Context: an optimization exercise on an open-source flow, tuned for small area and a short achievable clock period. The choices shown serve that exercise and are no tape-out recipe. Power is estimated from default activity; no workload was simulated.

// dfc_codec
module dfc_codec (
  input  wire         clk,
  input  wire         rst,
  input  wire         wr_valid,
  input  wire [511:0] wr_data,
  input  wire [1:0]   wr_dir,
  input  wire         wr_poison,
  output wire         wr_out_valid,
  output wire [127:0] wr_cb,
  input  wire         rd_valid,
  input  wire [639:0] rd_word,
  input  wire         rd_mark_valid,
  input  wire [3:0]   rd_mark_dev,
  output wire         rd_out_valid,
  output wire [511:0] rd_data,
  output wire [1:0]   rd_dir,
  output wire         rd_poison,
  output wire [1:0]   rd_status,
  output wire [3:0]   rd_dev
);
  dfc_encoder u_enc (
    .clk(clk), .rst(rst),
    .in_valid(wr_valid), .in_data(wr_data), .in_dir(wr_dir), .in_poison(wr_poison),
    .out_valid(wr_out_valid), .out_cb(wr_cb)
  );
  dfc_decoder u_dec (
    .clk(clk), .rst(rst),
    .in_valid(rd_valid), .in_word(rd_word),
    .in_mark_valid(rd_mark_valid), .in_mark_dev(rd_mark_dev),
    .out_valid(rd_out_valid), .out_data(rd_data), .out_dir(rd_dir),
    .out_poison(rd_poison), .out_status(rd_status), .out_dev(rd_dev)
  );
endmodule
Size in the first run: about 650 flip-flops, ~1800 I/O pins, about 55000 sq um of cells after synthesis.
==> flow/config.mk <==
export PLATFORM = sky130hd
export DESIGN_NAME = dfc_codec
export DESIGN_NICKNAME = dfc_codec
export VERILOG_FILES = /design/flow/design.v
export SDC_FILE = /design/flow/constraint.sdc
export NUM_CORES = 4
export LEC_CHECK = 0
export CAP_MARGIN = 20
export CORE_AREA = 5 5 635 635
export DIE_AREA = 0 0 640 640
export PLACE_DENSITY = 0.6
export SETUP_SLACK_MARGIN = 5
export SLEW_MARGIN = 20
export BUFFER_PORTS_ARGS = -buffer_cell sky130_fd_sc_hd__buf_1
==> flow/constraint.sdc <==
create_clock -name core_clock -period 10.0 [get_ports {clk}]
set_input_delay 2.0000 -clock core_clock [delete_from_list [all_inputs] [get_ports {clk}]]
set_output_delay 2.0000 -clock core_clock [all_outputs]
set_load 0.01 [all_outputs]
standard.sh (not shown) runs the stock make flow with config.mk's settings and CLKGATE_MAP_FILE= SYNTH_SCRIPT=/design/flow/synth_recipe.tcl, a recipe that flattens the netlist after the stock synthesis.
==> flow/flow/run.sh <==
#!/bin/bash
# The standard layout (standard.sh), with these changes to how it is made:
#  - synthesis is the standard flow's synthesis script with ABC run on flow/abc.script, a
#    delay-targeted mapping, instead of ORFS's abc_speed script; every other
#    synthesis step (and so every register) is as in the standard synthesis;
#  - the port buffers that buffer_ports inserts are sky130_fd_sc_hd__buf_1
#    instead of the tool's default choice;
set -euo pipefail
W=$PWD
cat >> config.mk <<'EOC'
export BUFFER_PORTS_ARGS = -buffer_cell sky130_fd_sc_hd__buf_1
EOC
export FLOW_FLOW_ABC_SCRIPT=$W/flow/abc.script
{ head -n 1 synth_recipe.tcl; cat flow/abc_proc.tcl; tail -n +2 synth_recipe.tcl; } > own_synth.tcl
M=$(cat flow/setup_margin)
sed -e "s#SYNTH_SCRIPT=[^ ]*#SYNTH_SCRIPT=$W/own_synth.tcl#" -e "s#SETUP_SLACK_MARGIN=[^ ]*#SETUP_SLACK_MARGIN=$M#" standard.sh > own_standard.sh
grep -q "SETUP_SLACK_MARGIN=$M " own_standard.sh
grep -q "SYNTH_SCRIPT=$W/own_synth.tcl" own_standard.sh
bash own_standard.sh > standard.log 2>&1
==> flow/flow/abc.script <==
strash
dch
map -D 2500
topo
buffer -c
stime -c
upsize -c
dnsize -c
==> flow/flow/abc_proc.tcl <==
# Run ABC with this flow's own script (flow/abc.script) in place of ORFS's.
# It maps only the combinational logic; the registers are left as they are.
proc abc {args} {
  set i [lsearch -exact $args -script]
  if {$i >= 0} { lset args [expr {$i + 1}] $::env(FLOW_FLOW_ABC_SCRIPT) }
  yosys abc {*}$args
}
==> flow/flow/setup_margin <==
4.5
==> next run, changes <==
==> flow/flow/setup_margin (replaced) <==
5
--- a/flow/config.mk
+++ b/flow/config.mk
@@ -13,2 +13,3 @@
 export SLEW_MARGIN = 20
+export TNS_END_PERCENT = 0
 export BUFFER_PORTS_ARGS = -buffer_cell sky130_fd_sc_hd__buf_1
=>
- maximum frequency climbs by a few percent
- total power climbs by a few percent
- global-route usage climbs by 0.55 points
- setup slack gains 260 ps
- wire length climbs by a few percent
- sequential share of layout area drops by 0.79 points
- final cell count climbs slightly
- area after synthesis is unchanged
- die area does not change
- via count climbs slightly
No functional check of the RTL was part of any run of this note.

-- what the ideal ports hide --
In the flow no input, the clock included, has a driving cell. The finished layouts below were timed again as built, in two steps.
Step 1 (the two cells are an assumption about what drives the block):
set clk [get_ports {clk}]
set_driving_cell -lib_cell sky130_fd_sc_hd__clkbuf_16 $clk
set_driving_cell -lib_cell sky130_fd_sc_hd__buf_2 [delete_from_list [all_inputs] $clk]
Step 2 adds t to the input delays and takes it off the output delays; t is the mean of the earliest and latest rising clock arrival at the registers after step 1. Input paths then give back, and output paths get back, about the clock's delay inside the block.
a / b / c = no drivers / after step 1 / after step 2; a / b = the first two.
run | shift t [ns] | slack for setup (ns) | slew at the worst register clock pin (ns) | worst slew at a driven data input, ns | pins driven straight from the clock port
the first run | 0.931 | 4.389 / 4.315 / 3.383 | 0.07 / 0.07 | 0.53 | 1
the second run | 0.948 | 4.649 / 4.677 / 3.729 | 0.08 / 0.08 | 0.64 | 1
After both steps every run listed still meets setup and hold. For the first run, which loses most, drivers alone change the setup slack by -0.074 ns; drivers and shift together by -1.006 ns.
